This is an optimization exercise on Yosys and OpenROAD, whose aim is small area and a short achievable clock period, not a production implementation.
Function was checked by simulation only, so behaviour that the tests miss may differ from the original.
Power is estimated from default activity; no workload was simulated.

File: design/flow/constraint.sdc
create_clock -name core_clock -period 8.0 [get_ports {clk}]
set_input_delay 1.6000 -clock core_clock [delete_from_list [all_inputs] [get_ports {clk}]]
set_output_delay 1.6000 -clock core_clock [all_outputs]
set_load 0.01 [all_outputs]
File: design/flow/design.v
module fp_add64 (
    input  wire        clk,
    input  wire        rst,
    input  wire        in_valid,
    input  wire [63:0] a,
    input  wire [63:0] b,
    input  wire        sub,       
    input  wire [2:0]  rm,        
    output reg         out_valid,
    output reg  [63:0] result,
    output reg  [4:0]  flags      
);
    localparam [2:0] RNE = 3'b001;
    localparam [2:0] RUP = 3'b011;
    localparam [2:0] RDN = 3'b100;
    localparam [2:0] RNA = 3'b101;
    wire        sa   = a[63];
    wire        sb   = b[63] ^ sub;
    wire [10:0] ea   = a[62:52];
    wire [10:0] eb   = b[62:52];
    wire [51:0] fa   = a[51:0];
    wire [51:0] fb   = b[51:0];
    wire ea_z   = (ea == 11'd0);
    wire eb_z   = (eb == 11'd0);
    wire ea_m   = (ea == 11'h7FF);
    wire eb_m   = (eb == 11'h7FF);
    wire fa_z   = (fa == 52'd0);
    wire fb_z   = (fb == 52'd0);
    wire a_nan  = ea_m & ~fa_z;
    wire b_nan  = eb_m & ~fb_z;
    wire a_inf  = ea_m & fa_z;
    wire b_inf  = eb_m & fb_z;
    wire esub   = sa ^ sb;
    wire sp_nan = a_nan | b_nan | (a_inf & b_inf & esub);
    wire sp_inf = ~sp_nan & (a_inf | b_inf);
    wire sp_iv  = (a_nan & ~fa[51]) | (b_nan & ~fb[51]) |
                  (~a_nan & ~b_nan & a_inf & b_inf & esub);
    wire        x1   = ea_z ^ eb_z;
    wire [11:0] d_ab, d_ba;
    pfx_add_lc #(.N(11)) u_dab (.a(ea), .b(~eb), .ci(~x1), .s(d_ab[10:0]));
    pfx_add_lc #(.N(11)) u_dba (.a(eb), .b(~ea), .ci(~x1), .s(d_ba[10:0]));
    assign d_ab[11] = 1'b0;
    assign d_ba[11] = 1'b0;
    wire        e_lt = (ea < eb);
    wire        e_eq = (ea == eb);
    wire [10:0] ediff = e_lt ? d_ba[10:0] : d_ab[10:0];
    wire [5:0]  dsh   = (ediff[10:6] != 5'd0) ? 6'd63 : ediff[5:0];
    wire        f_lt  = (fa < fb);
    wire        a_eq  = (a[62:0] == b[62:0]);
    wire        b_big = e_lt | (e_eq & f_lt);
    wire zres  = a_eq & (esub | (ea_z & fa_z));
    wire sl    = b_big ? sb : sa;
    wire sgn   = zres ? (esub ? (rm == RDN) : sa) : sl;
    wire [2:0] rmc = {(rm == RNE) | (rm == RNA), (rm == RNA) | (rm == RUP), rm == RDN};
    reg         v1;
    reg         spn1, spi1, spv1;
    reg  [2:0]  rmc1;
    reg         sg1;
    reg         invl1, invs1;    
    reg  [10:0] el1;
    reg  [52:0] ml1;
    reg  [52:0] ms1;
    reg  [5:0]  dsh1;
    always @(posedge clk) begin
        if (rst) v1 <= 1'b0;
        else     v1 <= in_valid;
        spn1  <= sp_nan;
        spi1  <= sp_inf;
        spv1  <= sp_iv;
        rmc1  <= rmc;
        sg1   <= sgn;
        invl1 <= esub & e_eq & f_lt;
        invs1 <= esub & ~(e_eq & f_lt);
        el1   <= zres ? 11'd1 : e_lt ? {eb[10:1], eb[0] | eb_z} : {ea[10:1], ea[0] | ea_z};
        ml1   <= e_lt ? {~eb_z, fb} : {~ea_z, fa};
        ms1   <= e_lt ? {~ea_z, fa} : {~eb_z, fb};
        dsh1  <= dsh;
    end
    wire [55:0] s_sh  = {ms1, 3'b000} >> dsh1;
    reg  [52:0] lost;
    integer j;
    always @* begin
        for (j = 0; j < 53; j = j + 1)
            lost[j] = (j + 3 < dsh1);
    end
    wire        s_stk = |(ms1 & lost);
    wire [56:0] opl   = {1'b0, ml1, 3'b000} ^ {57{invl1}};
    wire [56:0] ops   = {1'b0, s_sh[55:1], s_sh[0] | s_stk} ^ {57{invs1}};
    wire [56:0] sum2;
    wire [1:0]  rmd1 = {rmc1[2], rmc1[2] ? rmc1[1] : (rmc1[1] & ~sg1) | (rmc1[0] & sg1)};
    pfx_add #(.N(57)) u_add (.a(opl), .b(ops), .ci(invl1 | invs1), .s(sum2));
    reg         v2;
    reg         spn2, spi2, spv2;
    reg  [1:0]  rmd2;
    reg         sg2;
    reg  [10:0] el2;
    reg  [56:0] sum_r2;
    always @(posedge clk) begin
        if (rst) v2 <= 1'b0;
        else     v2 <= v1;
        spn2   <= spn1;
        spi2   <= spi1;
        spv2   <= spv1;
        rmd2   <= rmd1;
        sg2    <= sg1;
        el2    <= el1;
        sum_r2 <= sum2;
    end
    reg  [56:0] mark3;
    integer k;
    always @* begin
        for (k = 0; k < 57; k = k + 1)
            mark3[k] = ({1'b0, el2} == 12'd56 - k);
    end
    wire [5:0]  lz3;
    lzc64 u_lzc (.x({sum_r2 | mark3, 7'h7F}), .z(lz3));
    wire [56:0] shl3  = sum_r2 << lz3;
    wire [11:0] em3   = {1'b0, el2} - {6'd0, lz3};
    reg         v3;
    reg         spn3, spi3, spv3;
    reg  [1:0]  rmd3;
    reg         sg3;
    reg  [11:0] em_r3;
    reg  [54:0] nrm_r3;      
    always @(posedge clk) begin
        if (rst) v3 <= 1'b0;
        else     v3 <= v2;
        spn3   <= spn2;
        spi3   <= spi2;
        spv3   <= spv2;
        rmd3   <= rmd2;
        sg3    <= sg2;
        em_r3  <= em3;
        nrm_r3 <= {shl3[56:3], |shl3[2:0]};
    end
    wire        h4   = nrm_r3[54];
    wire [51:0] fr4  = nrm_r3[53:2];
    wire        g4   = nrm_r3[1];
    wire        st4  = nrm_r3[0];
    wire        inx4 = g4 | st4;
    wire        up4  = rmd3[1] ? (g4 & (st4 | fr4[0] | rmd3[0])) : (rmd3[0] & inx4);
    reg  [51:0] pa4;             
    integer l4, i4;
    always @* begin
        pa4 = fr4;
        for (l4 = 1; l4 < 52; l4 = l4 * 2)
            for (i4 = 0; i4 < 52; i4 = i4 + 1)
                if ((i4 / l4) % 2 == 1)
                    pa4[i4] = pa4[i4] & pa4[(i4 / l4) * l4 - 1];
    end
    wire [51:0] frr4 = fr4 ^ ({pa4[50:0], 1'b1} & {52{up4}});
    wire        c4   = up4 & pa4[51];
    wire [11:0] ex04 = em_r3 + {11'd0, h4};
    wire [11:0] ex14 = em_r3 + {10'd0, h4, ~h4};
    wire        ov04 = ex04[11] | (ex04[10:0] == 11'h7FF);
    wire        ov14 = ex14[11] | (ex14[10:0] == 11'h7FF);
    wire [10:0] ex4  = c4 ? ex14[10:0] : ex04[10:0];
    wire        ovf4 = c4 ? ov14 : ov04;
    wire        ovf_inf4 = rmd3[1] | rmd3[0];
    reg  [63:0] res4;
    reg  [4:0]  fl4;
    always @* begin
        fl4 = 5'd0;
        if (spn3) begin
            res4   = 64'h7FF8_0000_0000_0000;
            fl4[0] = spv3;
        end else if (spi3) begin
            res4   = {sg3, 11'h7FF, 52'd0};
        end else if (ovf4) begin
            res4   = ovf_inf4 ? {sg3, 11'h7FF, 52'd0} : {sg3, 11'h7FE, {52{1'b1}}};
            fl4[2] = 1'b1;
            fl4[4] = 1'b1;
        end else begin
            res4   = {sg3, ex4, frr4};
            fl4[4] = inx4;
        end
    end
    always @(posedge clk) begin
        if (rst) out_valid <= 1'b0;
        else     out_valid <= v3;
        result <= res4;
        flags  <= fl4;
    end
endmodule
module pfx_add #(parameter N = 57) (
    input  wire [N-1:0] a,
    input  wire [N-1:0] b,
    input  wire         ci,
    output wire [N-1:0] s
);
    reg [N:0] g, p;
    integer l, i;
    always @* begin
        g = {a & b, ci};
        p = {a ^ b, 1'b0};
        for (l = 1; l <= N; l = l * 2)
            for (i = 0; i <= N; i = i + 1)
                if ((i / l) % 2 == 1) begin
                    g[i] = g[i] | (p[i] & g[(i / l) * l - 1]);
                    p[i] = p[i] & p[(i / l) * l - 1];
                end
    end
    assign s = (a ^ b) ^ g[N-1:0];
endmodule
module pfx_add_lc #(parameter N = 11) (
    input  wire [N-1:0] a,
    input  wire [N-1:0] b,
    input  wire         ci,
    output wire [N-1:0] s
);
    reg [N-1:0] g, p;
    integer l, i;
    always @* begin
        g = a & b;
        p = a ^ b;
        for (l = 1; l < N; l = l * 2)
            for (i = 0; i < N; i = i + 1)
                if ((i / l) % 2 == 1) begin
                    g[i] = g[i] | (p[i] & g[(i / l) * l - 1]);
                    p[i] = p[i] & p[(i / l) * l - 1];
                end
    end
    wire [N-1:0] c = {g[N-2:0] | (p[N-2:0] & {(N-1){ci}}), ci};
    assign s = (a ^ b) ^ c;
endmodule
module lzc64 (
    input  wire [63:0] x,
    output wire [5:0]  z
);
    wire [1:0]  c4 [0:15];
    wire [15:0] v4;
    genvar n;
    generate
        for (n = 0; n < 16; n = n + 1) begin : nib
            wire [3:0] q = x[4*n+3:4*n];
            assign v4[n] = |q;
            assign c4[n] = q[3] ? 2'd0 : q[2] ? 2'd1 : q[1] ? 2'd2 : 2'd3;
        end
    endgenerate
    wire [2:0] c8  [0:7];
    wire [7:0] v8;
    generate
        for (n = 0; n < 8; n = n + 1) begin : oct
            assign v8[n] = v4[2*n+1] | v4[2*n];
            assign c8[n] = v4[2*n+1] ? {1'b0, c4[2*n+1]} : {1'b1, c4[2*n]};
        end
    endgenerate
    wire [3:0] c16 [0:3];
    wire [3:0] v16;
    generate
        for (n = 0; n < 4; n = n + 1) begin : hex
            assign v16[n] = v8[2*n+1] | v8[2*n];
            assign c16[n] = v8[2*n+1] ? {1'b0, c8[2*n+1]} : {1'b1, c8[2*n]};
        end
    endgenerate
    wire [4:0] c32 [0:1];
    wire [1:0] v32;
    generate
        for (n = 0; n < 2; n = n + 1) begin : h32
            assign v32[n] = v16[2*n+1] | v16[2*n];
            assign c32[n] = v16[2*n+1] ? {1'b0, c16[2*n+1]} : {1'b1, c16[2*n]};
        end
    endgenerate
    assign z = v32[1] ? {1'b0, c32[1]} : {1'b1, c32[0]};
endmodule
File: design/flow/config.mk
export PLATFORM = sky130hd
export DESIGN_NAME = fp_add64
export DESIGN_NICKNAME = fp_add64
export VERILOG_FILES = /design/flow/design.v
export SDC_FILE = /design/flow/constraint.sdc
export NUM_CORES = 4
export LEC_CHECK = 0
export CAP_MARGIN = 20
export CORE_MARGIN = 2
export CORE_UTILIZATION = 40
export SETUP_SLACK_MARGIN = 1.5
export SLEW_MARGIN = 20
File: design/flow/run.sh
#!/bin/bash
# synth_recipe.tcl (not shown) runs the flow's synth.tcl, then flattens the netlist and writes it again
# the make line also repeats each setting of config.mk as NAME=value (left out here)
make -C /OpenROAD-flow-scripts/flow DESIGN_CONFIG=/design/flow/config.mk WORK_HOME=/design/flow/orfs CLKGATE_MAP_FILE= SYNTH_SCRIPT=/design/flow/synth_recipe.tcl finish
==> summary.txt, run 1 <==
top_reg_cell synth - dfxtp_1
Async SR Flop Fraction - 0%
Slew headroom - 32.1%
Simple-Gate Fraction of Synth Area - 17.4%
GR Overflow Total - 0
Root Buffer - clkbuf_16
Filler cells - 6167
fin crit share - 76.6%
via count - 23800
TritonRoute pass-1 iters - 6
Synth Cell Area - 25300 sq um
clock insertion delay at the later pin of the skew report - 0.58 ns
Critical Path Fanout Max - 61
fin. max-slew vios - 0
area growth from synthesis to layout - 16.2%
Slowest-stage cell, CP - fa_1
vias per cell - 5.85
Fmax - 163 MHz
core box area - 62700 sq um
Post-synth EDFFs - 0
vias in the first global route - 23200
share of the synthesized area in the top cell type - 27.7%
post-synth top area cell - dfxtp_1
worst path required time - 8.47 ns
CTS sink count - 350
initial antenna violation count - 2
Final Core Density - 46.8%
Detail Route Antenna Nets - 0
synth top area cells - dfxtp_1, mux2i_1, ha_1, nand2_1, xnor2_1
min-delay worst type - flip-flop to flip-flop
Hold Fails Final Rpt - 0
Reg clk slew, reported paths - 0.06 ns
die area - 65200 sq um
WHS - 0.324 ns
Worst-Margin Slew - 1.01 ns
Total Wirelength - 90500 um
Avg Cell Area, Syn - 8.21 sq um
number of top-level pins - 205
largest net degree at the start of global routing - 187
Worst Setup Start Kind - flip-flop
final net count - 3469
Yosys Warn Count - 4
average wire per standard cell - 22.3 um
Global Route Usage Sum - 26.6%
first-pass GRT wire length - 137000 um
CP max stage delay - 0.45 ns
Syn Inst Count - 3081
top-count cell post-synth - dfxtp_1
Die Width - 255 um
layout cells sized above 1 - 8.53%
setup TNS - 0 ns
Pwr Density - 325 nW/um^2
Num CTS Buffers - 40
max_cap viols - 0
CP Data Arrival Time - 6.60 ns
Die Height - 255 um
fraction of the mapped netlist area in adder cells - 7.97%
Synth Area in Compound Gates - 19.6%
CP bufs+invs - 3
VDD IR max - 269 uV
clk_skew - 0.0377 ns
Final HPWL DP - 72200 um
H-tree Lvls - 2
RSZ-0062 raised after global routing - false
Yosys cell types - 96
Initial Utilization - 40.3%
worst slack, placed - 1.69 ns
DRC Markers - 0
xor/xnor share of the synthesized area - 8.14%
PortBufs - 202
P_leak - 12.0 nW
final setup margin - 1.87 ns
cell row count - 92
Final Setup Violations - 0
crit path time final - 6.13 ns
Initial DRC Count - 1696
Final GP Congestion - 0.972
CP delay by family, top - compound AO/OA/AOI/OAI gates
Max Buffers Root-to-Sink - 3
#FFs+latches synth - 350
largest family of logic cells by synthesized area - compound AO/OA/AOI/OAI gates
Crit Path Class - flip-flop to flip-flop
Seq/Total Area, Yosys - 27.7%
CTS tree - yes
Synth top cells by count - dfxtp_1, nand2_1, nor2_1, mux2i_1, o21ai_0
CP endpoint kind - flip-flop
status - finished clean
mux share of post-synthesis cell area - 14.0%
placed cells by master, fill, tap and decap left out, types with 22 or more instances in the layout:
cell type	instances
and2_1	24
o21ai_0	195
a21oi_1	189
a211oi_1	29
nor2b_1	39
inv_1	128
nand2_1	290
clkbuf_16	40
nor2_1	251
nor4_1	61
buf_4	41
nand3_1	61
nor3_1	63
mux2i_1	199
mux2_2	91
xor2_1	114
o22ai_1	34
ha_1	141
o21a_1	22
xnor2_1	121
a21o_1	57
nand4_1	49
dfxtp_1	345
clkdlybuf4s50_1	202
o211ai_1	22
timing repair:
item / CTS / global route
buffers inserted: 0 / 1
gates resized for setup: 0 / 8
hold buffers: 0 / 0
setup endpoints to repair: 0 / 17
worst reg2reg max path, cell delays in order, from the launching register on:
cell and delay, ns:
dfxtp_2 0.32, buf_4 0.31, inv_1 0.41, nand2_1 0.20
or3_1 0.38, a21oi_1 0.31, a31oi_1 0.15, o22ai_1 0.15
nand3_1 0.15, nor3_1 0.17, nand2_1 0.10, a211oi_2 0.36
xnor2_1 0.14, fa_1 0.45, nor2b_1 0.13, o21a_1 0.13
o21ai_0 0.13, a21bo_2 0.23, a21o_1 0.25, a211oi_1 0.28
buf_4 0.19, o2111ai_1 0.14, a21boi_2 0.32, a21oi_1 0.15
a21boi_0 0.27, xor2_1 0.19
metal layers:
metal	share of wire, %	up-vias	track usage [%]
met2	48	986	46.4
li1	-	11300	-
met3	5.5	246	3.14
met5	0	-	0
met1	40	11200	31.6
met4	6.1	0	15.0
worst paths after layout:
kind	startpoint	end	slack (ns)	cells past startpoint
max	dsh1[4]$_SDFF_PP1_	sum_r2[55]$_DFF_P_	1.87	25
min	el1[8]$_SDFF_PP0_	el2[8]$_DFF_P_	0.32	0
max reg2reg	dsh1[4]$_SDFF_PP1_	sum_r2[55]$_DFF_P_	1.87	25
min reg2reg	el1[8]$_SDFF_PP0_	el2[8]$_DFF_P_	0.32	0
sequential cells by signal, indices dropped and copies added (netlist names), 2 cells and up:
register,cells
ml1,53
dsh1,6
sum_r2,57
el1,11
rmc1,3
nrm_r3,55
em_r3,12
ms1,53
flags,3
rmd3,2
el2,11
rmd2,2
result,64
cells by family after synthesis:
kind of cell | after synthesis
simple gates | 928
flops | 350
mux | 317
buf+inv | 325
other cells | 1
xor+xnor | 235
compound gates | 769
fa+ha+maj | 156
report_power, final:
group	switching (mW)	total (mW)	leakage [nW]	internal (mW)
clock	0.764	1.84	0.660	1.08
combinational	2.73	4.73	8.40	2.00
sequential	0.622	2.97	2.94	2.35
area by class of cell:
cell class	count	area, sq um	share of cell area (%)
multi-input combinational	2407	17000	58.0
sequential	350	7020	23.9
timing repair buffer	245	2370	8.07
clock buffer	55	1140	3.87
tap	846	1060	3.60
inverter	138	524	1.78
clock inverter	17	218	0.741
timing repair inverter	1	7.51	0.0256
antenna	3	7.51	0.0256
metrics by stage:
step	power (mW)	cell area (sq um)	cells
6_report	9.54	29400	4062
5_1_grt	10.1	29400	4061
3_5_place_dp	7.65	28000	3985
4_1_cts	9.53	29300	4057
2_1_floorplan	5.91	25300	3082
3_3_place_gp	7.60	27900	3985
==> run 2, diff against run 1 <==
--- a/design/flow/config.mk
+++ b/design/flow/config.mk
@@ -8,5 +8,5 @@
 export CAP_MARGIN = 20
 export CORE_MARGIN = 2
 export CORE_UTILIZATION = 40
-export SETUP_SLACK_MARGIN = 1.5
+export SETUP_SLACK_MARGIN = 2.5
 export SLEW_MARGIN = 20
==> run 2 against run 1 <==
Final cell count grew 0.74%. Global-route usage increased by 0.59 points. First-iteration DRC count grew 8.7%. Final area grew 1.7%. Sequential share of layout area fell by 0.40 points. Critical path depth decreased by 2. Via count is 1.1% higher. Largest power group unchanged.
==> summary.txt, run 2 <==
Final HPWL DP - 72200 um (unchanged)
Syn Inst Count - 3081 (unchanged)
largest net degree at the start of global routing - 94 (was 187)
number of top-level pins - 205 (unchanged)
synth top area cells - dfxtp_1, mux2i_1, ha_1, nand2_1, xnor2_1 (unchanged)
RSZ-0062 raised after global routing - false (unchanged)
Critical Path Fanout Max - 8 (was 61)
max_cap viols - 0 (unchanged)
Inst Count DP - 3985 (unchanged)
cell row count - 92 (unchanged)
Largest Register - result (unchanged)
final design area excluding fillers - 29900 sq um (was 29400 sq um)
CP endpoint kind - flip-flop (unchanged)
CP delay by family, top - compound AO/OA/AOI/OAI gates (unchanged)
Die Height - 255 um (unchanged)
CP Launch Point - dsh1[1]$_SDFF_PP1_ (was dsh1[4]$_SDFF_PP1_)
VDD IR max - 267 uV (was 269 uV)
Synth Cell Area - 25300 sq um (unchanged)
fin. max-slew vios - 0 (unchanged)
PortBufs - 202 (unchanged)
vias in the first global route - 23500 (was 23200)
status - finished clean (unchanged)
worst slack, placed - 1.69 ns (unchanged)
Worst Setup Start Kind - flip-flop (unchanged)
Hold Fails Final Rpt - 0 (unchanged)
post-synth top area cell - dfxtp_1 (unchanged)
average wire per standard cell - 22.6 um (was 22.3 um)
CP max stage delay - 0.47 ns (was 0.45 ns)
vias per cell - 5.87 (was 5.85)
Crit Path Class - flip-flop to flip-flop (unchanged)
top-count cell post-synth - dfxtp_1 (unchanged)
Num CTS Buffers - 40 (unchanged)
Post-synth EDFFs - 0 (unchanged)
clock insertion delay at the later pin of the skew report - 0.58 ns (about the same)
final net count - 3500 (was 3469)
min-delay worst type - flip-flop to flip-flop (unchanged)
Yosys cell types - 96 (unchanged)
Storage cell area - 7020 sq um (about the same)
Root Buffer - clkbuf_16 (unchanged)
Multi-input gate area - 17100 sq um (was 17000 sq um)
first-pass GRT wire length - 140000 um (was 137000 um)
die area - 65200 sq um (unchanged)
Final Setup Violations - 0 (unchanged)
Fmax - 188 MHz (was 163 MHz)
commonest non-fill, non-tap cells in the layout - dfxtp_1, nand2_1, nor2_1 (unchanged)
Async SR Flop Fraction - 0% (unchanged)
Reg clk slew, reported paths - 0.06 ns (about the same)
Final Core Density - 47.6% (was 46.8%)
TritonRoute pass-1 iters - 6 (unchanged)
critical-path cell list - buf_4 -> mux2_2 -> a21oi_2 -> mux2_2 -> nor2_1 -> a21oi_2 -> nand2_1 -> a211oi_4 -> xnor2_1 -> fa_2 -> nor2b_1 -> o21a_1 -> o21ai_1 -> a21bo_2 -> a21o_2 -> a211oi_2 -> buf_4 -> o2111ai_1 -> a21boi_2 -> buf_4 -> o21a_1 -> nor2_1 -> xnor2_1
P_leak - 12.2 nW (was 12.0 nW)
# hold bufs at CTS - 0 (unchanged)
Pwr Density - 321 nW/um^2 (was 325 nW/um^2)
Max Buffers Root-to-Sink - 3 (unchanged)
max FFs per register - 64 (unchanged)
FF-to-FF Start - dsh1[1]$_SDFF_PP1_ (was dsh1[4]$_SDFF_PP1_)
Filler cells - 6109 (was 6167)
clk_skew - 0.0371 ns (was 0.0377 ns)
Detail Route Antenna Nets - 0 (unchanged)
Final GP Congestion - 0.972 (unchanged)
Global Route Usage Sum - 27.2% (was 26.6%)
min-delay src - el1[8]$_SDFF_PP0_ (unchanged)
H-tree Lvls - 2 (unchanged)
Seq/Total Area, Yosys - 27.7% (unchanged)
Layout Cells excl Fill - 4092 (was 4062)
setup TNS - 0 ns (unchanged)
core box area - 62700 sq um (unchanged)
Slew headroom - 35.7% (was 32.1%)
CP bufs+invs - 3 (unchanged)
Initial Utilization - 40.3% (unchanged)
final setup margin - 2.69 ns (was 1.87 ns)
initial antenna violation count - 2 (unchanged)
via count - 24000 (was 23800)
crit path time final - 5.31 ns (was 6.13 ns)
top_reg_cell synth - dfxtp_1 (unchanged)
DRC Markers - 0 (unchanged)
most frequent CP cell - buf_4
Slowest-stage cell, CP - dfxtp_4 (was fa_1)
area growth from synthesis to layout - 18.2% (was 16.2%)
#FFs+latches synth - 350 (unchanged)
most common cell after layout, fill and taps aside - dfxtp_1 (unchanged)
Yosys Warn Count - 4 (unchanged)
CTS sink count - 350 (unchanged)
share of the synthesized area in the top cell type - 27.7% (unchanged)
CTS tree - yes (unchanged)
Avg Cell Area, Syn - 8.21 sq um (unchanged)
layout cells sized above 1 - 10.2% (was 8.53%)
worst path required time - 8.43 ns (was 8.47 ns)
GR Overflow Total - 0 (unchanged)
placed inst area - 28000 sq um (unchanged)
Worst-Margin Slew - 0.958 ns (was 1.01 ns)
Synth top cells by count - dfxtp_1, nand2_1, nor2_1, mux2i_1, o21ai_0 (unchanged)
largest registers - result: 64 flops, sum_r2: 57 flops, nrm_r3: 55 flops (unchanged)
Die Width - 255 um (unchanged)
CP Data Arrival Time - 5.74 ns (was 6.60 ns)
Initial DRC Count - 1844 (was 1696)
fin crit share - 66.4% (was 76.6%)
Total Wirelength - 92500 um (was 90500 um)
[run 2: kinds of logic after synthesis]
group	synth area share (%)
flip-flops	27.7
other	0.0148
AO/OA/AOI/OAI	19.6
AND/OR/NAND/NOR	17.4
XOR/XNOR	8.14
multiplexers	14.0
buffers and inverters	5.21
adder cells (fa/ha/maj)	7.97
[run 2: worst paths after layout]
path	depth (start not counted)	slack [ns]	to
worst min-delay path	0	0.32	el2[8]$_DFF_P_
worst max register to register	23	2.69	sum_r2[49]$_DFF_P_
worst max-delay path	23	2.69	sum_r2[49]$_DFF_P_
worst min register to register	0	0.32	el2[8]$_DFF_P_
[run 2: worst register-to-register path: cells and delay by family, from the launching register on]
family	cells	cell delay [ns]
adder cells (fa/ha/maj)	1	0.40
AND/OR/NAND/NOR	4	0.38
AO/OA/AOI/OAI	11	2.38
multiplexers	2	0.67
XOR/XNOR	2	0.25
buffers and inverters	3	0.60
flip-flops	1	0.47
[run 2: metal layers]
layer | vias to the layer above | share of wire (%) | track usage (%)
met2 | 994 | 48 | 47.4
met5 | - | 0 | 0
met1 | 11400 | 40 | 32.3
met4 | 0 | 6.6 | 16.0
met3 | 265 | 5.2 | 2.91
li1 | 11400 | - | -
[run 2: through the flow]
| stage | hold slack, ns | power (mW) |
|---|---|---|
| 3_3_place_gp | 0.312 | 7.60 |
| 5_1_grt | 0.325 | 10.2 |
| 6_report | 0.324 | 9.60 |
| 3_5_place_dp | 0.312 | 7.65 |
| 2_1_floorplan | 0.310 | 5.91 |
| 4_1_cts | 0.323 | 9.56 |
[run 2: power by group]
group / switching [mW] / internal [mW]
Combinational: 2.75 / 2.03
Clock: 0.766 / 1.08
Sequential: 0.623 / 2.35
[run 2: cell type report]
cell class / instances / share of cell area, %
multi-input combinational: 2407 / 57.3
sequential: 350 / 23.5
timing repair buffer: 275 / 9.22
clock buffer: 55 / 3.81
tap: 846 / 3.54
inverter: 138 / 1.81
clock inverter: 17 / 0.729
timing repair inverter: 2 / 0.0419
antenna: 2 / 0.0167
[run 2: timing repair]
item | 4_1_cts | 5_1_grt
gates cloned | 3 | 2
setup buffers | 6 | 22
endpoints found under the setup margin | 34 | 47
gates resized for setup | 25 | 40
pin swaps | 2 | 8
==> run 3, diff against run 2 <==
--- a/design/flow/config.mk
+++ b/design/flow/config.mk
@@ -5,8 +5,9 @@
 export SDC_FILE = /design/flow/constraint.sdc
 export NUM_CORES = 4
 export LEC_CHECK = 0
+export ABC_AREA = 1
 export CAP_MARGIN = 20
 export CORE_MARGIN = 2
 export CORE_UTILIZATION = 40
-export SETUP_SLACK_MARGIN = 2.5
+export SETUP_SLACK_MARGIN = 3.0
 export SLEW_MARGIN = 20
==> run 3 against run 2 <==
Synthesized cell count increased by 29%. Critical endpoint is now sum_r2[43]$_DFF_P_. Utilization about the same. First-iteration DRC count increased by 11%. Still clean. Total power increased by 3.3%. Non-clock buffer count decreased by 1. Fmax increased by 10%. Global-route usage decreased by 1.5 points. Final area increased by 2.1%. Routed wire length decreased by 4.2%. Clock skew decreased by 0.020 ns. Combinational power increased by 6.5%.
==> summary.txt, run 3 <==
status - finished clean (unchanged)
reg-to-reg endpoint - sum_r2[43]$_DFF_P_ (was sum_r2[49]$_DFF_P_)
via count - 26200 (was 24000)
Num CTS Buffers - 41 (was 40)
placed inst area - 28400 sq um (was 28000 sq um)
top-count cell post-synth - nand2_1 (was dfxtp_1)
min-delay worst type - flip-flop to flip-flop (unchanged)
Reg clk slew, reported paths - 0.06 ns (about the same)
Post-synth EDFFs - 0 (unchanged)
share of the synthesized area in the top cell type - 27.1% (was 27.7%)
clock insertion delay at the later pin of the skew report - 0.59 ns (was 0.58 ns)
max FFs per register - 64 (unchanged)
Final HPWL DP - 70600 um (was 72200 um)
first-pass GRT wire length - 136000 um (was 140000 um)
Critical Path Fanout Max - 12 (was 8)
Die Height - 258 um (was 255 um)
CP endpoint kind - flip-flop (unchanged)
Initial Utilization - 40.3% (about the same)
Switching Fraction - 44.4% (was 43.2%)
Die Width - 258 um (was 255 um)
Total Power - 9.91 mW (was 9.60 mW)
largest net degree at the start of global routing - 108 (was 94)
Yosys cell types - 64 (was 96)
Yosys Warn Count - 4 (unchanged)
number of top-level pins - 205 (unchanged)
Reg2Reg Setup Slack - 3.19 ns (was 2.69 ns)
CTS tree - yes (unchanged)
DRC Markers - 0 (unchanged)
cell row count - 93 (was 92)
fin crit share - 60.1% (was 66.4%)
Worst Setup Start Kind - flip-flop (unchanged)
VDD IR max - 176 uV (was 267 uV)
internal power - 5.51 mW (was 5.45 mW)
Fmax - 208 MHz (was 188 MHz)
final setup margin - 3.19 ns (was 2.69 ns)
largest registers - result: 64 flops, sum_r2: 57 flops, nrm_r3: 55 flops (unchanged)
Max Buffers Root-to-Sink - 3 (unchanged)
Detail Route Antenna Nets - 0 (unchanged)
Syn Inst Count - 3983 (was 3081)
Inst Count DP - 4904 (was 3985)
Slew headroom - 44.5% (was 35.7%)
final net count - 4412 (was 3500)
CP Launch Point - dsh1[0]$_SDFF_PP1_ (was dsh1[1]$_SDFF_PP1_)
Total Wirelength - 88600 um (was 92500 um)
Final Core Density - 47.6% (about the same)
Worst R2R Path Depth - 26 (was 23)
clock share of power - 20.8% (was 19.2%)
Final GP Congestion - 1.01 (was 0.972)
post-synth top area cell - dfxtp_1 (unchanged)
vias per cell - 5.22 (was 5.87)
Synth top cells by count - nand2_1, nand3_1, inv_1, dfxtp_1, o21ai_0 (was dfxtp_1, nand2_1, nor2_1, mux2i_1, o21ai_0)
area growth from synthesis to layout - 18.2% (about the same)
Pwr Density - 325 nW/um^2 (was 321 nW/um^2)
top_reg_cell synth - dfxtp_1 (unchanged)
Antenna diodes - 0 (was 2)
H-tree Lvls - 2 (unchanged)
combinational share of power - 51.4% (was 49.8%)
vias in the first global route - 24500 (was 23500)
Initial DRC Count - 2041 (was 1844)
Global Route Usage Sum - 25.8% (was 27.2%)
die area - 66600 sq um (was 65200 sq um)
most common cell after layout, fill and taps aside - nand2_1 (was dfxtp_1)
CP endpoint - sum_r2[43]$_DFF_P_ (was sum_r2[49]$_DFF_P_)
GR Overflow Total - 0 (unchanged)
Root Buffer - clkbuf_16 (unchanged)
CTS sink count - 350 (unchanged)
Largest Register - result (unchanged)
worst slack, placed - 1.86 ns (was 1.69 ns)
Synth Cell Area - 25800 sq um (was 25300 sq um)
layout cells sized above 1 - 5.87% (was 10.2%)
Seq/Total Area, Yosys - 27.1% (was 27.7%)
fin. max-slew vios - 0 (unchanged)
worst path required time - 8.48 ns (was 8.43 ns)
core box area - 64100 sq um (was 62700 sq um)
FF-to-FF Start - dsh1[0]$_SDFF_PP1_ (was dsh1[1]$_SDFF_PP1_)
CP Data Arrival Time - 5.29 ns (was 5.74 ns)
#FFs+latches synth - 350 (unchanged)
PortBufs - 202 (unchanged)
max_cap viols - 0 (unchanged)
average wire per standard cell - 17.7 um (was 22.6 um)
Hold Fails Final Rpt - 0 (unchanged)
clk_skew - 0.0168 ns (was 0.0371 ns)
final design area excluding fillers - 30500 sq um (was 29900 sq um)
WHS - 0.328 ns (was 0.324 ns)
setup TNS - 0 ns (unchanged)
P_leak - 14.7 nW (was 12.2 nW)
initial antenna violation count - 1 (was 2)
crit path time final - 4.81 ns (was 5.31 ns)
TritonRoute pass-1 iters - 8 (was 6)
Filler cells - 6744 (was 6109)
Worst-Margin Slew - 0.833 ns (was 0.958 ns)
Crit Path Class - flip-flop to flip-flop (unchanged)
RSZ-0062 raised after global routing - true (was false)
Final Setup Violations - 0 (unchanged)
# hold bufs at CTS - 0 (unchanged)
synth top area cells - dfxtp_1, nand2_1, nand3_1, ha_1, inv_1 (was dfxtp_1, mux2i_1, ha_1, nand2_1, xnor2_1)
Async SR Flop Fraction - 0% (unchanged)
Avg Cell Area, Syn - 6.48 sq um (was 8.21 sq um)
Layout Cells excl Fill - 5013 (was 4092)
P_sw - 4.40 mW (was 4.14 mW)
Flop pwr share - 27.8% (was 31.0%)
commonest non-fill, non-tap cells in the layout - nand2_1, nand3_1, inv_1 (was dfxtp_1, nand2_1, nor2_1)
-- run 3: cell types whose count changed after synthesis, sizes merged, moves of 41 or more --
cell,before,now
xnor2,121,35
mux2i,200,21
a21o,57,7
inv,137,478
mux2,98,1
nand3,61,563
o21ai,207,314
xor2,114,191
nor4,67,26
nand2,293,1007
-- run 3: area by class of cell --
type                            count  area (sq um)  share of cell area [%]
Clock buffer                       52          1150                    3.76
Clock inverter                     23           377                    1.23
Inverter                          481          1820                    5.98
Multi-Input combinational cell   2977         16400                    53.6
Sequential cell                   350          7030                    23.0
Tap cell                          855          1070                    3.51
Timing Repair Buffer              274          2700                    8.84
Timing Repair inverter              1          7.51                  0.0246
-- run 3: kinds of logic after synthesis --
| logic type | share of synthesized area, % |
|---|---|
| AOI/OAI and AO/OA | 13.2 |
| xor gates and xnor gates | 7.67 |
| adders and majority gates | 7.61 |
| buffers and inverters | 10.2 |
| DFF | 27.1 |
| muxes | 0.858 |
| other | 0.0145 |
| and+or+nand+nor | 33.3 |
-- run 3: timing repair --
item                                    in CTS  in global routing
pin swaps                                    1                 14
gates cloned                                 1                  2
setup buffers                                6                 25
gates resized for setup                     39                 55
endpoints found under the setup margin      55                 49
endpoints found under the hold margin        0                  0
-- run 3: layer usage --
| layer | GRT usage (%) | share of wire [%] |
|---|---|---|
| met1 | 32.2 | 42 |
| met2 | 44.0 | 47 |
| met3 | 2.64 | 5.0 |
| met4 | 13.2 | 5.4 |
| met5 | 0 | 0 |
-- run 3: power groups by stage --
stage	registers (mW)	logic, mW	clock network [mW]
after detailed placement	2.79	4.94	0
after global placement	2.78	4.94	0
after CTS	2.75	4.98	2.12
after floorplan	2.72	3.41	0
final	2.75	5.09	2.07
after global routing	2.80	5.70	2.19
-- run 3: how the worst min path moves through the flow --
stage                           start        endpoint  slack, ns  depth (start not counted)
floorplan           el1[0]$_SDFF_PP1_  el2[0]$_DFF_P_       0.31                          0
global placement          sg2$_DFF_P_     sg3$_DFF_P_       0.31                          0
detailed placement  el1[0]$_SDFF_PP1_  el2[0]$_DFF_P_       0.31                          0
CTS                      spn2$_DFF_P_    spn3$_DFF_P_       0.33                          0
global route             spn2$_DFF_P_    spn3$_DFF_P_       0.35                          0
finish                   spn2$_DFF_P_    spn3$_DFF_P_       0.33                          0
-- run 3: critical path: stages, from the launching register on --
cell	delay (ns)
dfxtp_4	0.40
clkinvlp_4	0.10
buf_4	0.18
buf_12	0.14
nand2_1	0.07
a31oi_1	0.14
nand2_1	0.09
o21ai_0	0.14
o21ai_0	0.64
o221ai_1	0.29
a21oi_1	0.25
xor2_1	0.16
inv_1	0.06
ha_1	0.31
a21oi_1	0.17
o21ai_0	0.16
a21oi_4	0.19
o21ai_4	0.10
a21oi_4	0.25
inv_2	0.08
nand2_1	0.11
nand2_4	0.06
buf_4	0.15
clkbuf_16	0.16
nand3_1	0.06
nand3_1	0.08
xor2_1	0.15
==> run 4, diff against run 3 <==
--- a/design/flow/design.v
+++ b/design/flow/design.v
@@ -44,7 +44,6 @@
     wire        e_lt = (ea < eb);
     wire        e_eq = (ea == eb);
     wire [10:0] ediff = e_lt ? d_ba[10:0] : d_ab[10:0];
-    wire [5:0]  dsh   = (ediff[10:6] != 5'd0) ? 6'd63 : ediff[5:0];
     wire        f_lt  = (fa < fb);
     wire        a_eq  = (a[62:0] == b[62:0]);
     wire        b_big = e_lt | (e_eq & f_lt);
@@ -52,15 +51,16 @@
     wire sl    = b_big ? sb : sa;
     wire sgn   = zres ? (esub ? (rm == RDN) : sa) : sl;
     wire [2:0] rmc = {(rm == RNE) | (rm == RNA), (rm == RNA) | (rm == RUP), rm == RDN};
+    wire [52:0] ms_s = b_big ? {~ea_z, fa} : {~eb_z, fb};
     reg         v1;
     reg         spn1, spi1, spv1;
     reg  [2:0]  rmc1;
     reg         sg1;
-    reg         invl1, invs1;    
+    reg         esub1;
     reg  [10:0] el1;
     reg  [52:0] ml1;
-    reg  [52:0] ms1;
-    reg  [5:0]  dsh1;
+    reg  [55:0] ms1;         
+    reg  [5:2]  dsh1;
     always @(posedge clk) begin
         if (rst) v1 <= 1'b0;
         else     v1 <= in_valid;
@@ -69,32 +69,35 @@
         spv1  <= sp_iv;
         rmc1  <= rmc;
         sg1   <= sgn;
-        invl1 <= esub & e_eq & f_lt;
-        invs1 <= esub & ~(e_eq & f_lt);
+        esub1 <= esub;
         el1   <= zres ? 11'd1 : e_lt ? {eb[10:1], eb[0] | eb_z} : {ea[10:1], ea[0] | ea_z};
-        ml1   <= e_lt ? {~eb_z, fb} : {~ea_z, fa};
-        ms1   <= e_lt ? {~ea_z, fa} : {~eb_z, fb};
-        dsh1  <= dsh;
-    end
-    wire [55:0] s_sh  = {ms1, 3'b000} >> dsh1;
-    reg  [52:0] lost;
+        ml1   <= b_big ? {~eb_z, fb} : {~ea_z, fa};
+        ms1   <= {ms_s, 3'b000} >> ediff[1:0];
+        dsh1  <= (ediff[10:6] != 5'd0) ? 4'hF : ediff[5:2];
+    end
+    wire [55:0] s_sh  = ms1 >> {dsh1, 2'b00};
+    reg  [55:0] lost;
     integer j;
     always @* begin
-        for (j = 0; j < 53; j = j + 1)
-            lost[j] = (j + 3 < dsh1);
+        for (j = 0; j < 56; j = j + 1)
+            lost[j] = (j < {dsh1, 2'b00});
     end
     wire        s_stk = |(ms1 & lost);
-    wire [56:0] opl   = {1'b0, ml1, 3'b000} ^ {57{invl1}};
-    wire [56:0] ops   = {1'b0, s_sh[55:1], s_sh[0] | s_stk} ^ {57{invs1}};
-    wire [56:0] sum2;
-    wire [1:0]  rmd1 = {rmc1[2], rmc1[2] ? rmc1[1] : (rmc1[1] & ~sg1) | (rmc1[0] & sg1)};
-    pfx_add #(.N(57)) u_add (.a(opl), .b(ops), .ci(invl1 | invs1), .s(sum2));
+    wire [55:0] s_ext = {s_sh[55:1], s_sh[0] | s_stk};
+    wire [53:0] opl   = {1'b0, ml1} ^ {54{esub1}};
+    wire [53:0] ops   = {1'b0, s_ext[55:3]};
+    wire        c3in  = esub1 & (s_ext[2:0] != 3'd0);
+    wire [2:0]  lo2   = s_ext[2:0] - {2'd0, esub1};
+    wire [53:0] hi2   = opl + ops + {53'd0, c3in};
+    wire [56:0] sum2  = {hi2, lo2};
+    wire [1:0]  rmd1  = {rmc1[2], rmc1[2] ? rmc1[1] : (rmc1[1] & ~sg1) | (rmc1[0] & sg1)};
     reg         v2;
     reg         spn2, spi2, spv2;
     reg  [1:0]  rmd2;
     reg         sg2;
     reg  [10:0] el2;
     reg  [56:0] sum_r2;
+    reg         neg_r2;
     always @(posedge clk) begin
         if (rst) v2 <= 1'b0;
         else     v2 <= v1;
@@ -105,7 +108,9 @@
         sg2    <= sg1;
         el2    <= el1;
         sum_r2 <= sum2;
-    end
+        neg_r2 <= esub1;
+    end
+    wire [56:0] sm3 = sum_r2 ^ {57{neg_r2}};
     reg  [56:0] mark3;
     integer k;
     always @* begin
@@ -113,8 +118,8 @@
             mark3[k] = ({1'b0, el2} == 12'd56 - k);
     end
     wire [5:0]  lz3;
-    lzc64 u_lzc (.x({sum_r2 | mark3, 7'h7F}), .z(lz3));
-    wire [56:0] shl3  = sum_r2 << lz3;
+    lzc64 u_lzc (.x({sm3 | mark3, 7'h7F}), .z(lz3));
+    wire [56:0] shl3  = sm3 << lz3;
     wire [11:0] em3   = {1'b0, el2} - {6'd0, lz3};
     reg         v3;
     reg         spn3, spi3, spv3;
--- a/design/flow/config.mk
+++ b/design/flow/config.mk
@@ -9,5 +9,5 @@
 export CAP_MARGIN = 20
 export CORE_MARGIN = 2
 export CORE_UTILIZATION = 40
-export SETUP_SLACK_MARGIN = 3.0
+export SETUP_SLACK_MARGIN = 3.5
 export SLEW_MARGIN = 20
==> run 4 against run 3 <==
Clock skew grew 0.025 ns. Non-clock buffer count shrank 1. Area after synthesis grew 2.1%. Worst setup slack gained 0.34 ns. Highest routed layer is now met5.
==> summary.txt, run 4 <==
status - finished clean (unchanged)
Initial Utilization - 40.2% (was 40.3%)
reg-to-reg endpoint - em_r3[7]$_DFF_P_ (was sum_r2[43]$_DFF_P_)
Storage cell area - 7050 sq um (was 7030 sq um)
worst slack, placed - 2.20 ns (was 1.86 ns)
Hold Fails Final Rpt - 0 (unchanged)
Initial DRC Count - 2393 (was 2041)
H-tree Lvls - 2 (unchanged)
first-pass GRT wire length - 146000 um (was 136000 um)
setup TNS - 0 ns (unchanged)
final setup margin - 3.53 ns (was 3.19 ns)
fraction of the mapped netlist area in adder cells - 7.06% (was 7.61%)
vias per cell - 5.46 (was 5.22)
post-synth top area cell - dfxtp_1 (unchanged)
# hold bufs at CTS - 0 (unchanged)
Critical Path Fanout Max - 4 (was 12)
xor/xnor share of the synthesized area - 8.00% (was 7.67%)
Final HPWL DP - 75500 um (was 70600 um)
Total Power - 9.42 mW (was 9.91 mW)
clock insertion delay at the later pin of the skew report - 0.60 ns (was 0.59 ns)
largest family of logic cells by synthesized area - simple AND/OR/NAND/NOR gates (unchanged)
Num CTS Buffers - 42 (was 41)
area growth from synthesis to layout - 18.8% (was 18.2%)
most common cell after layout, fill and taps aside - nand2_1 (unchanged)
Die Height - 261 um (was 258 um)
Seq/Total Area, Yosys - 26.7% (was 27.1%)
share of the synthesized area in the top cell type - 26.7% (was 27.1%)
Crit Path Class - input port to flip-flop (was flip-flop to flip-flop)
Filler cells - 6916 (was 6744)
CP endpoint - sg1$_DFF_P_ (was sum_r2[43]$_DFF_P_)
#FFs+latches synth - 351 (was 350)
crit path time final - 4.47 ns (was 4.81 ns)
fin crit share - 55.9% (was 60.1%)
Global Route Usage Sum - 27.5% (was 25.8%)
top_reg_cell synth - dfxtp_1 (unchanged)
final net count - 4508 (was 4412)
PortBufs - 202 (unchanged)
largest net degree at the start of global routing - 65 (was 108)
Fmax - 224 MHz (was 208 MHz)
VDD IR max - 148 uV (was 176 uV)
initial antenna violation count - 1 (unchanged)
GR Overflow Total - 0 (unchanged)
P_leak - 14.8 nW (was 14.7 nW)
top-count cell post-synth - nand2_1 (unchanged)
Reg2Reg Setup Slack - 3.63 ns (was 3.19 ns)
RSZ-0062 raised after global routing - true (unchanged)
FF-to-FF Start - el2[9]$_DFF_P_ (was dsh1[0]$_SDFF_PP1_)
cell row count - 94 (was 93)
Die Width - 261 um (was 258 um)
core box area - 65500 sq um (was 64100 sq um)
number of top-level pins - 205 (unchanged)
via count - 28000 (was 26200)
layout cells sized above 1 - 7.14% (was 5.87%)
largest registers - result: 64 flops, sum_r2: 57 flops, ms1: 56 flops (was result: 64 flops, sum_r2: 57 flops, nrm_r3: 55 flops)
min-delay src - el1[8]$_SDFF_PP0_ (was spn2$_DFF_P_)
Detail Route Antenna Nets - 0 (unchanged)
Yosys Warn Count - 3 (was 4)
Async SR Flop Fraction - 0% (unchanged)
Synth Area in Compound Gates - 11.5% (was 13.2%)
Synth top cells by count - nand2_1, nand3_1, inv_1, dfxtp_1, nor2_1 (was nand2_1, nand3_1, inv_1, dfxtp_1, o21ai_0)
WHS - 0.321 ns (was 0.328 ns)
Yosys cell types - 60 (was 64)
DRC Markers - 0 (unchanged)
max_cap viols - 0 (unchanged)
CTS sink count - 351 (was 350)
commonest non-fill, non-tap cells in the layout - nand2_1, nand3_1, inv_1 (unchanged)
Root Buffer - clkbuf_16 (unchanged)
Avg Cell Area, Syn - 6.45 sq um (was 6.48 sq um)
clk_skew - 0.0423 ns (was 0.0168 ns)
Antenna diodes - 0 (unchanged)
max FFs per register - 64 (unchanged)
Slew headroom - 30.2% (was 44.5%)
Reg clk slew, reported paths - 0.06 ns (about the same)
synth top area cells - dfxtp_1, nand2_1, nand3_1, ha_1, inv_1 (unchanged)
average wire per standard cell - 19.0 um (was 17.7 um)
Final Core Density - 47.8% (was 47.6%)
CTS tree - yes (unchanged)
fin. max-slew vios - 0 (unchanged)
Syn Inst Count - 4083 (was 3983)
Max Buffers Root-to-Sink - 3 (unchanged)
Worst R2R Path Depth - 23 (was 26)
vias in the first global route - 26100 (was 24500)
mux share of post-synthesis cell area - 0.304% (was 0.858%)
Worst-Margin Slew - 1.05 ns (was 0.833 ns)
Simple-Gate Fraction of Synth Area - 37.1% (was 33.3%)
worst path required time - 8.48 ns (about the same)
Final GP Congestion - 0.988 (was 1.01)
Total Wirelength - 97200 um (was 88600 um)
CP Launch Point - b[47] (was dsh1[0]$_SDFF_PP1_)
TritonRoute pass-1 iters - 6 (was 8)
Final Setup Violations - 0 (unchanged)
Post-synth EDFFs - 0 (unchanged)
Synth Cell Area - 26300 sq um (was 25800 sq um)
Pwr Density - 301 nW/um^2 (was 325 nW/um^2)
min-delay worst type - flip-flop to flip-flop (unchanged)
Largest Register - result (unchanged)
die area - 67900 sq um (was 66600 sq um)
CP endpoint kind - flip-flop (unchanged)
Worst Setup Start Kind - input port (was flip-flop)
CP Data Arrival Time - 4.95 ns (was 5.29 ns)
Multi-input gate area - 17200 sq um (was 16400 sq um)
## run 4: cells by family after synthesis
family                     after synthesis
adders and majority gates              145
DFF                                    351
other                                    1
buffers and inverters                  601
muxes                                    8
xor gates and xnor gates               232
AOI/OAI and AO/OA                      524
and+or+nand+nor                       2221
## run 4: critical path, stage by stage
cell and delay, ns:
clkdlybuf4s50_1 0.53, inv_1 0.09, ha_1 0.31, nand4_1 0.44
or4_1 0.77, nor4_2 0.48, nand4_1 0.42, o21ai_0 0.31
## run 4: worst min-delay path by stage
stage	to	slack [ns]	depth (start not counted)
6_report	el2[8]$_DFF_P_	0.32	0
5_1_grt	spv3$_DFF_P_	0.33	0
4_1_cts	el2[8]$_DFF_P_	0.32	0
3_5_place_dp	el2[7]$_DFF_P_	0.31	0
3_3_place_gp	rmd3[0]$_DFF_P_	0.31	0
2_1_floorplan	el2[0]$_DFF_P_	0.31	0
## run 4: what timing repair did
item | in CTS | in global routing
cloned | 3 | 9
resized for setup | 79 | 84
buffers inserted | 11 | 20
endpoints found under the setup margin | 263 | 197
pin swaps | 4 | 14
## run 4: power by group
part | switching, mW | internal, mW
clock | 0.794 | 1.17
combinational | 3.05 | 1.70
sequential | 0.365 | 2.34
total | 4.21 | 5.21
## run 4: area by class of cell
type / count / area share, %
Clock buffer: 57 / 3.82
Inverter: 422 / 5.21
Sequential cell: 351 / 22.5
Tap cell: 864 / 3.45
Clock inverter: 17 / 0.815
Timing Repair inverter: 3 / 0.0719
Timing Repair Buffer: 273 / 9.03
Multi-Input combinational cell: 3135 / 55.1
## run 4: per-layer routing
layer  vias up  wire length (um)  track usage [%]
met5         -                 6                0
met4         2              5570             13.5
met3       245              4990             2.88
met2      1024             47600             48.9
met1     12800             39100             32.8
li1      13900                 -                -
## run 4: metrics by stage
step / area (sq um) / cells
floorplan: 26300 / 4084
detailed placement: 28900 / 5005
global route: 31300 / 5122
finish: 31300 / 5122
CTS: 30700 / 5093
global placement: 28900 / 5005
==> run 5, diff against run 4 <==
==> design/flow/flow/run.sh (new file) <==
#!/bin/bash
# The standard layout (the standard.sh, unchanged synthesis and steps),
# except that the port buffers are plain sky130_fd_sc_hd__buf_2 cells instead
# of the delay cells buffer_ports picks by default. Every input and output
# port still gets its own buffer. The full make output goes to
# standard_flow.log; each ORFS step keeps its own log under orfs/logs/.
set -euo pipefail
bash standard.sh "BUFFER_PORTS_ARGS=-buffer_cell sky130_fd_sc_hd__buf_2" finish > standard_flow.log 2>&1
==> design/flow/standard.sh (new file) <==
#!/bin/bash
# synth_recipe.tcl (not shown) runs the flow's synth.tcl, then flattens the netlist and writes it again
# the make line also repeats each setting of config.mk as NAME=value (left out here)
make -C /OpenROAD-flow-scripts/flow DESIGN_CONFIG=/design/flow/config.mk WORK_HOME=/design/flow/orfs CLKGATE_MAP_FILE= SYNTH_SCRIPT=/design/flow/synth_recipe.tcl "${@:-finish}"
removed: design/flow/run.sh
==> run 5 against run 4 <==
Still clean. Sequential share of layout area up 0.84 points. Die area stayed put. Register-to-register slack better by 0.10 ns. Routed wire length fell by 1.5%. Utilization decreased by 1.7 points. Final cell count shrank 0.14%. Global-route usage fell by 0.062 points. Fmax up 2.9%. Critical endpoint is now ms1[3]$_DFF_P_. Largest power group unchanged. Highest routed layer is now met4.
==> summary.txt, run 5 <==
status - finished clean (unchanged)
min-delay worst type - flip-flop to flip-flop (unchanged)
crit path time final - 4.35 ns (was 4.47 ns)
CP max stage delay - 0.58 ns (was 0.77 ns)
Final GP Congestion - 0.999 (was 0.988)
die area - 67900 sq um (unchanged)
CTS sink count - 351 (unchanged)
Yosys Warn Count - 3 (unchanged)
Avg Cell Area, Syn - 6.45 sq um (unchanged)
fin. max-slew vios - 0 (unchanged)
Reg clk slew, reported paths - 0.06 ns (about the same)
top-count cell post-synth - nand2_1 (unchanged)
GR Overflow Total - 0 (unchanged)
fin crit share - 54.3% (was 55.9%)
Synth Cell Area - 26300 sq um (unchanged)
VDD IR max - 178 uV (was 148 uV)
Post-synth EDFFs - 0 (unchanged)
Final Setup Violations - 0 (unchanged)
clock insertion delay at the later pin of the skew report - 0.59 ns (was 0.60 ns)
top_reg_cell synth - dfxtp_1 (unchanged)
P_leak - 14.8 nW (about the same)
commonest non-fill, non-tap cells in the layout - nand2_1, nand3_1, inv_1 (unchanged)
Slowest-stage cell, CP - nor4_4 (was or4_1)
Root Buffer - clkbuf_16 (unchanged)
most common cell after layout, fill and taps aside - nand2_1 (unchanged)
CP Data Arrival Time - 4.77 ns (was 4.95 ns)
Initial DRC Count - 2512 (was 2393)
Slew headroom - 35.4% (was 30.2%)
Antenna diodes - 0 (unchanged)
Synth top cells by count - nand2_1, nand3_1, inv_1, dfxtp_1, nor2_1 (unchanged)
# hold bufs at CTS - 0 (unchanged)
largest net degree at the start of global routing - 81 (was 65)
WHS - 0.302 ns (was 0.321 ns)
max_cap viols - 0 (unchanged)
Die Width - 261 um (unchanged)
setup TNS - 0 ns (unchanged)
H-tree Lvls - 2 (unchanged)
final setup margin - 3.65 ns (was 3.53 ns)
Async SR Flop Fraction - 0% (unchanged)
Initial Utilization - 40.2% (unchanged)
number of top-level pins - 205 (unchanged)
initial antenna violation count - 0 (was 1)
Inst Count DP - 5000 (was 5005)
worst slack, placed - 2.34 ns (was 2.20 ns)
clk_skew - 0.0289 ns (was 0.0423 ns)
share of the synthesized area in the top cell type - 26.7% (unchanged)
critical-path cell list - buf_2 -> inv_1 -> nand2_1 -> nor4_4 -> xnor2_1 -> fa_2 -> inv_1 -> buf_6 -> nand3_1 -> o21ai_0 -> o21ai_0 (was clkdlybuf4s50_1 -> inv_1 -> ha_1 -> nand4_1 -> or4_1 -> nor4_2 -> nand4_1 -> o21ai_0)
synth top area cells - dfxtp_1, nand2_1, nand3_1, ha_1, inv_1 (unchanged)
Filler cells - 6947 (was 6916)
CP endpoint kind - flip-flop (unchanged)
#FFs+latches synth - 351 (unchanged)
Detail Route Antenna Nets - 0 (unchanged)
Crit Path Class - input port to flip-flop (unchanged)
CTS tree - yes (unchanged)
vias per cell - 5.42 (was 5.46)
Storage cell area - 7050 sq um (about the same)
Worst Setup Start Kind - input port (unchanged)
core box area - 65500 sq um (unchanged)
DRC Markers - 0 (unchanged)
Fmax - 230 MHz (was 224 MHz)
Hold Fails Final Rpt - 0 (unchanged)
Pwr Density - 310 nW/um^2 (was 301 nW/um^2)
Die Height - 261 um (unchanged)
PortBufs - 202 (unchanged)
Seq/Total Area, Yosys - 26.7% (unchanged)
Num CTS Buffers - 43 (was 42)
worst path required time - 8.42 ns (was 8.48 ns)
first-pass GRT wire length - 146000 um (about the same)
via count - 27700 (was 28000)
Largest Register - result (unchanged)
Syn Inst Count - 4083 (unchanged)
Critical Path Fanout Max - 44 (was 4)
Final Core Density - 46.1% (was 47.8%)
Global Route Usage Sum - 27.4% (was 27.5%)
layout cells sized above 1 - 11.3% (was 7.14%)
area growth from synthesis to layout - 14.5% (was 18.8%)
cell row count - 94 (unchanged)
post-synth top area cell - dfxtp_1 (unchanged)
final net count - 4497 (was 4508)
Max Buffers Root-to-Sink - 3 (unchanged)
max FFs per register - 64 (unchanged)
Yosys cell types - 60 (unchanged)
largest registers - result: 64 flops, sum_r2: 57 flops, ms1: 56 flops (unchanged)
vias in the first global route - 26000 (was 26100)
average wire per standard cell - 18.7 um (was 19.0 um)
TritonRoute pass-1 iters - 7 (was 6)
Layout Cells excl Fill - 5115 (was 5122)
Multi-input gate area - 17200 sq um (about the same)
Worst-Margin Slew - 0.968 ns (was 1.05 ns)
RSZ-0062 raised after global routing - false (was true)
Total Wirelength - 95800 um (was 97200 um)
Final HPWL DP - 75700 um (was 75500 um)
[run 5: worst max-delay path, delay by kind of cell]
| family | cells | cell delay (ns) |
|---|---|---|
| AOI/OAI and AO/OA | 2 | 0.27 |
| xor gates and xnor gates | 1 | 0.26 |
| adders and majority gates | 1 | 0.58 |
| buffers and inverters | 4 | 1.20 |
| and+or+nand+nor | 3 | 0.82 |
[run 5: per-stage QoR]
step,cell area (sq um),power (mW)
after detailed placement,27800,7.12
after global routing,30200,10.1
final,30200,9.36
after CTS,29700,9.30
after global placement,27800,7.13
after floorplan,26300,5.73
[run 5: worst paths after layout]
| kind | from | end | slack (ns) | cells past startpoint |
|---|---|---|---|---|
| max | a[52] | ms1[3]$_DFF_P_ | 3.65 | 11 |
| min | el1[3]$_SDFF_PP0_ | el2[3]$_DFF_P_ | 0.30 | 0 |
| max reg2reg | dsh1[2]$_SDFF_PP1_ | sum_r2[55]$_DFF_P_ | 3.73 | 24 |
| min reg2reg | el1[3]$_SDFF_PP0_ | el2[3]$_DFF_P_ | 0.30 | 0 |
[run 5: timing repair]
action                     CTS  global route
pin swaps                    2             9
setup endpoints to repair  230           212
cloned                       2             6
setup buffers                7            21
gates resized for setup     63            62
[run 5: area by class of cell]
type	instances	share of cell area, %
multi-input combinational	3134	57.0
sequential	351	23.4
timing repair buffer	263	5.42
inverter	422	5.40
clock buffer	53	3.86
tap	864	3.58
clock inverter	26	1.35
timing repair inverter	2	0.0498
[run 5: cell families after synthesis]
logic type	Yosys count	share of synthesized area (%)
AO/OA/AOI/OAI	524	11.5
XOR/XNOR	232	8.00
adder cells (fa/ha/maj)	145	7.06
buffers and inverters	601	9.35
flip-flops	351	26.7
multiplexers	8	0.304
other	1	0.0142
AND/OR/NAND/NOR	2221	37.1
[run 5: routing by layer]
layer	global-route usage, %	up-vias	share of wire (%)
met5	0	-	0
met2	48.2	982	48
met4	13.3	0	5.5
met1	33.3	12700	41
li1	-	13900	-
met3	2.85	227	5.0
[run 5: power breakdown]
part,internal [mW],switching (mW)
clock,1.31,0.817
combinational,1.49,3.05
sequential,2.34,0.362
==> run 6, diff against run 5 <==
--- a/design/flow/config.mk
+++ b/design/flow/config.mk
@@ -9,5 +9,5 @@
 export CAP_MARGIN = 20
 export CORE_MARGIN = 2
 export CORE_UTILIZATION = 40
-export SETUP_SLACK_MARGIN = 3.5
+export SETUP_SLACK_MARGIN = 3.7
 export SLEW_MARGIN = 20
==> run 6 against run 5 <==
Area after synthesis unchanged. Clock skew grew 0.0043 ns. Non-clock buffer count up 19. Worst setup slack improved by 0.14 ns. Utilization up 0.55 points. Critical path depth grew 11. Final cell count rose by 0.22%. Routed wire length increased by 1.6%. Largest power group unchanged.
==> summary.txt, run 6 <==
Initial DRC Count - 2493 (was 2512)
Slew headroom - 29.7% (was 35.4%)
crit path time final - 4.21 ns (was 4.35 ns)
TritonRoute pass-1 iters - 6 (was 7)
clock insertion delay at the later pin of the skew report - 0.58 ns (was 0.59 ns)
H-tree Lvls - 2 (unchanged)
via count - 28000 (was 27700)
layout cells sized above 1 - 12.5% (was 11.3%)
Largest Register - result (unchanged)
area growth from synthesis to layout - 15.9% (was 14.5%)
Root Buffer - clkbuf_16 (unchanged)
die area - 67900 sq um (unchanged)
Final HPWL DP - 75200 um (was 75700 um)
final setup margin - 3.79 ns (was 3.65 ns)
Syn Inst Count - 4083 (unchanged)
CTS sink count - 351 (unchanged)
worst path required time - 8.46 ns (was 8.42 ns)
fin. max-slew vios - 0 (unchanged)
most common cell after layout, fill and taps aside - nand2_1 (unchanged)
average wire per standard cell - 19.0 um (was 18.7 um)
Die Width - 261 um (unchanged)
Final GP Congestion - 0.968 (was 0.999)
vias per cell - 5.47 (was 5.42)
Hold Fails Final Rpt - 0 (unchanged)
max FFs per register - 64 (unchanged)
Total Wirelength - 97300 um (was 95800 um)
CTS tree - yes (unchanged)
commonest non-fill, non-tap cells in the layout - nand2_1, nand3_1, inv_1 (unchanged)
Antenna diodes - 0 (unchanged)
synth top area cells - dfxtp_1, nand2_1, nand3_1, ha_1, inv_1 (unchanged)
CP Data Arrival Time - 4.68 ns (was 4.77 ns)
core box area - 65500 sq um (unchanged)
xor/xnor share of the synthesized area - 8.00% (unchanged)
vias in the first global route - 26200 (was 26000)
Yosys cell types - 60 (unchanged)
Filler cells - 6899 (was 6947)
largest registers - result: 64 flops, sum_r2: 57 flops, ms1: 56 flops (unchanged)
Simple-Gate Fraction of Synth Area - 37.1% (unchanged)
final net count - 4517 (was 4497)
GR Overflow Total - 0 (unchanged)
CP delay by family, top - compound AO/OA/AOI/OAI gates (was buffers and inverters)
CP endpoint kind - flip-flop (unchanged)
Seq/Total Area, Yosys - 26.7% (unchanged)
busiest grt layer - met2 (unchanged)
Async SR Flop Fraction - 0% (unchanged)
critical-path cell list - buf_12 -> o21ai_0 -> o21ai_1 -> nand2_1 -> o21ai_1 -> nor2_1 -> nor3_2 -> nand3_1 -> nand2_1 -> fa_2 -> fa_2 -> o21ai_2 -> a21boi_2 -> o21ai_2 -> a21oi_2 -> inv_2 -> nand3_1 -> nand3_2 -> nand2_1 -> o211ai_1 -> a21oi_1 -> xor2_1 (was buf_2 -> inv_1 -> nand2_1 -> nor4_4 -> xnor2_1 -> fa_2 -> inv_1 -> buf_6 -> nand3_1 -> o21ai_0 -> o21ai_0)
largest family of logic cells by synthesized area - simple AND/OR/NAND/NOR gates (unchanged)
Worst-Margin Slew - 1.06 ns (was 0.968 ns)
setup TNS - 0 ns (unchanged)
largest net degree at the start of global routing - 67 (was 81)
RSZ-0062 raised after global routing - true (was false)
post-synth top area cell - dfxtp_1 (unchanged)
final design area excluding fillers - 30500 sq um (was 30200 sq um)
cell row count - 94 (unchanged)
most frequent CP cell - nand2_1
first-pass GRT wire length - 147000 um (was 146000 um)
Initial Utilization - 40.2% (unchanged)
Post-synth EDFFs - 0 (unchanged)
P_leak - 15.0 nW (was 14.8 nW)
number of top-level pins - 205 (unchanged)
placed inst area - 27800 sq um (about the same)
status - finished clean (unchanged)
CP bufs+invs - 2 (was 4)
fraction of the mapped netlist area in adder cells - 7.06% (unchanged)
Num CTS Buffers - 41 (was 43)
Crit Path Class - flip-flop to flip-flop (was input port to flip-flop)
Slowest-stage cell, CP - dfxtp_4 (was nor4_4)
PortBufs - 202 (unchanged)
Final Setup Violations - 0 (unchanged)
Worst Setup Start Kind - flip-flop (was input port)
fin crit share - 52.6% (was 54.3%)
worst slack, placed - 2.54 ns (was 2.34 ns)
min-delay worst type - flip-flop to flip-flop (unchanged)
Yosys Warn Count - 3 (unchanged)
#FFs+latches synth - 351 (unchanged)
mux share of post-synthesis cell area - 0.304% (unchanged)
Synth Area in Compound Gates - 11.5% (unchanged)
Detail Route Antenna Nets - 0 (unchanged)
met3 GRT Util - 3.00% (was 2.85%)
Pwr Density - 300 nW/um^2 (was 310 nW/um^2)
top_reg_cell synth - dfxtp_1 (unchanged)
Storage cell area - 7050 sq um (unchanged)
Avg Cell Area, Syn - 6.45 sq um (unchanged)
Critical Path Fanout Max - 16 (was 44)
share of the synthesized area in the top cell type - 26.7% (unchanged)
Reg clk slew, reported paths - 0.06 ns (about the same)
Fmax - 237 MHz (was 230 MHz)
Global Route Usage Sum - 27.6% (was 27.4%)
Max Buffers Root-to-Sink - 3 (unchanged)
DRC Markers - 0 (unchanged)
GRT met1 Usage - 33.4% (was 33.3%)
VDD IR max - 177 uV (was 178 uV)
top-count cell post-synth - nand2_1 (unchanged)
max_cap viols - 0 (unchanged)
Synth top cells by count - nand2_1, nand3_1, inv_1, dfxtp_1, nor2_1 (unchanged)
Synth Cell Area - 26300 sq um (unchanged)
M2 GR Usage - 48.7% (was 48.2%)
initial antenna violation count - 0 (unchanged)
CP max stage delay - 0.40 ns (was 0.58 ns)
# hold bufs at CTS - 0 (unchanged)
clk_skew - 0.0332 ns (was 0.0289 ns)
Die Height - 261 um (unchanged)
Multi-input gate area - 17500 sq um (was 17200 sq um)
-- run 6: cell count changes in the layout (fill, tap and decap cells not counted), sizes merged --
| cell | delta |
|---|---|
| buf | +14 |
| nor2 | +1 |
| bufbuf | +2 |
| clkinvlp | -1 |
| bufinv | -7 |
| clkbuf | +5 |
| nand2 | +1 |
| inv | -2 |
| clkinv | -2 |
-- run 6: final cells by class --
class	instances	share of cell area (%)
flip-flops and latches	351	23.1
inverters	422	5.39
repair inverters	3	0.0656
clock inverters	13	0.377
well taps	864	3.54
repair buffers	282	6.47
multi-input cells	3136	57.3
clock buffers	55	3.80
-- run 6: metal layers --
layer | vias to the layer above | routed length (um)
met5 | - | 0
met1 | 12700 | 39200
li1 | 13900 | -
met3 | 274 | 5190
met2 | 1097 | 47400
met4 | 0 | 5470
-- run 6: where the power goes --
part | switching (mW) | internal (mW)
registers | 0.374 | 2.34
clock network | 0.747 | 1.05
logic | 3.07 | 1.56
total | 4.19 | 4.96
-- run 6: worst paths after layout --
kind	startpoint	endpoint	cells after the start	slack, ns
worst max-delay path	dsh1[2]$_SDFF_PP1_	sum_r2[53]$_DFF_P_	22	3.79
worst max register to register	dsh1[2]$_SDFF_PP1_	sum_r2[53]$_DFF_P_	22	3.79
worst min-delay path	el1[10]$_SDFF_PP0_	el2[10]$_DFF_P_	0	0.32
worst min register to register	el1[10]$_SDFF_PP0_	el2[10]$_DFF_P_	0	0.32
-- run 6: per-stage QoR --
step	total power, mW	std cells	hold WS [ns]	utilization (%)
3_3_place_gp	7.12	5001	0.310	42.5
6_report	9.15	5126	0.325	46.6
3_5_place_dp	7.10	5001	0.312	42.5
4_1_cts	9.00	5091	0.325	45.4
2_1_floorplan	5.73	4084	0.310	-
5_1_grt	9.81	5126	0.330	46.6
-- run 6: timing repair --
action,4_1_cts,5_1_grt
setup buffers,15,26
resized for setup,107,94
endpoints found under the setup margin,254,200
pin swaps,5,21
cloned,7,9
-- run 6: kinds of logic (layout without fill, tap and decap cells) --
group	after synthesis	count (layout)
simple gates	2221	2225
fa+ha+maj	145	145
compound gates	524	524
mux	8	8
buf+inv	601	775
xor+xnor	232	232
flops	351	351
other cells	1	2

static timing again, ports no longer ideal:
No port has a modelled driver above. Below, the same layouts with a new extraction and two added sets of constraints.
Step 1 assumes that a clkbuf_16 drives the clock port and a buf_2 every other input.
Step 2, shift: input delay + t, output delay - t, t = (earliest + latest rising clock arrival at the registers) / 2. This alone moves slack from input paths to output paths.
a / b / c = ideal ports / drivers / drivers and shift; a / b = the first two.
run | t (ns) | setup slack, ns | worst data-port slew with drivers (ns)
run 1 | 0.627 | 1.870 / 1.870 / 1.863 | 0.08
run 2 | 0.627 | 2.688 / 2.688 / 2.242 | 0.07
run 3 | 0.641 | 3.191 / 3.191 / 2.653 | 0.07
run 4 | 0.637 | 3.526 / 3.566 / 2.928 | 0.05
run 5 | 0.639 | 3.653 / 3.696 / 3.057 | 0.04
run 6 | 0.627 | 3.789 / 3.789 / 3.248 | 0.04
After both steps setup and hold are still met in every run listed. The setup slack of run 4, which loses most, moves by +0.040 ns with the drivers and by -0.598 ns with both steps.
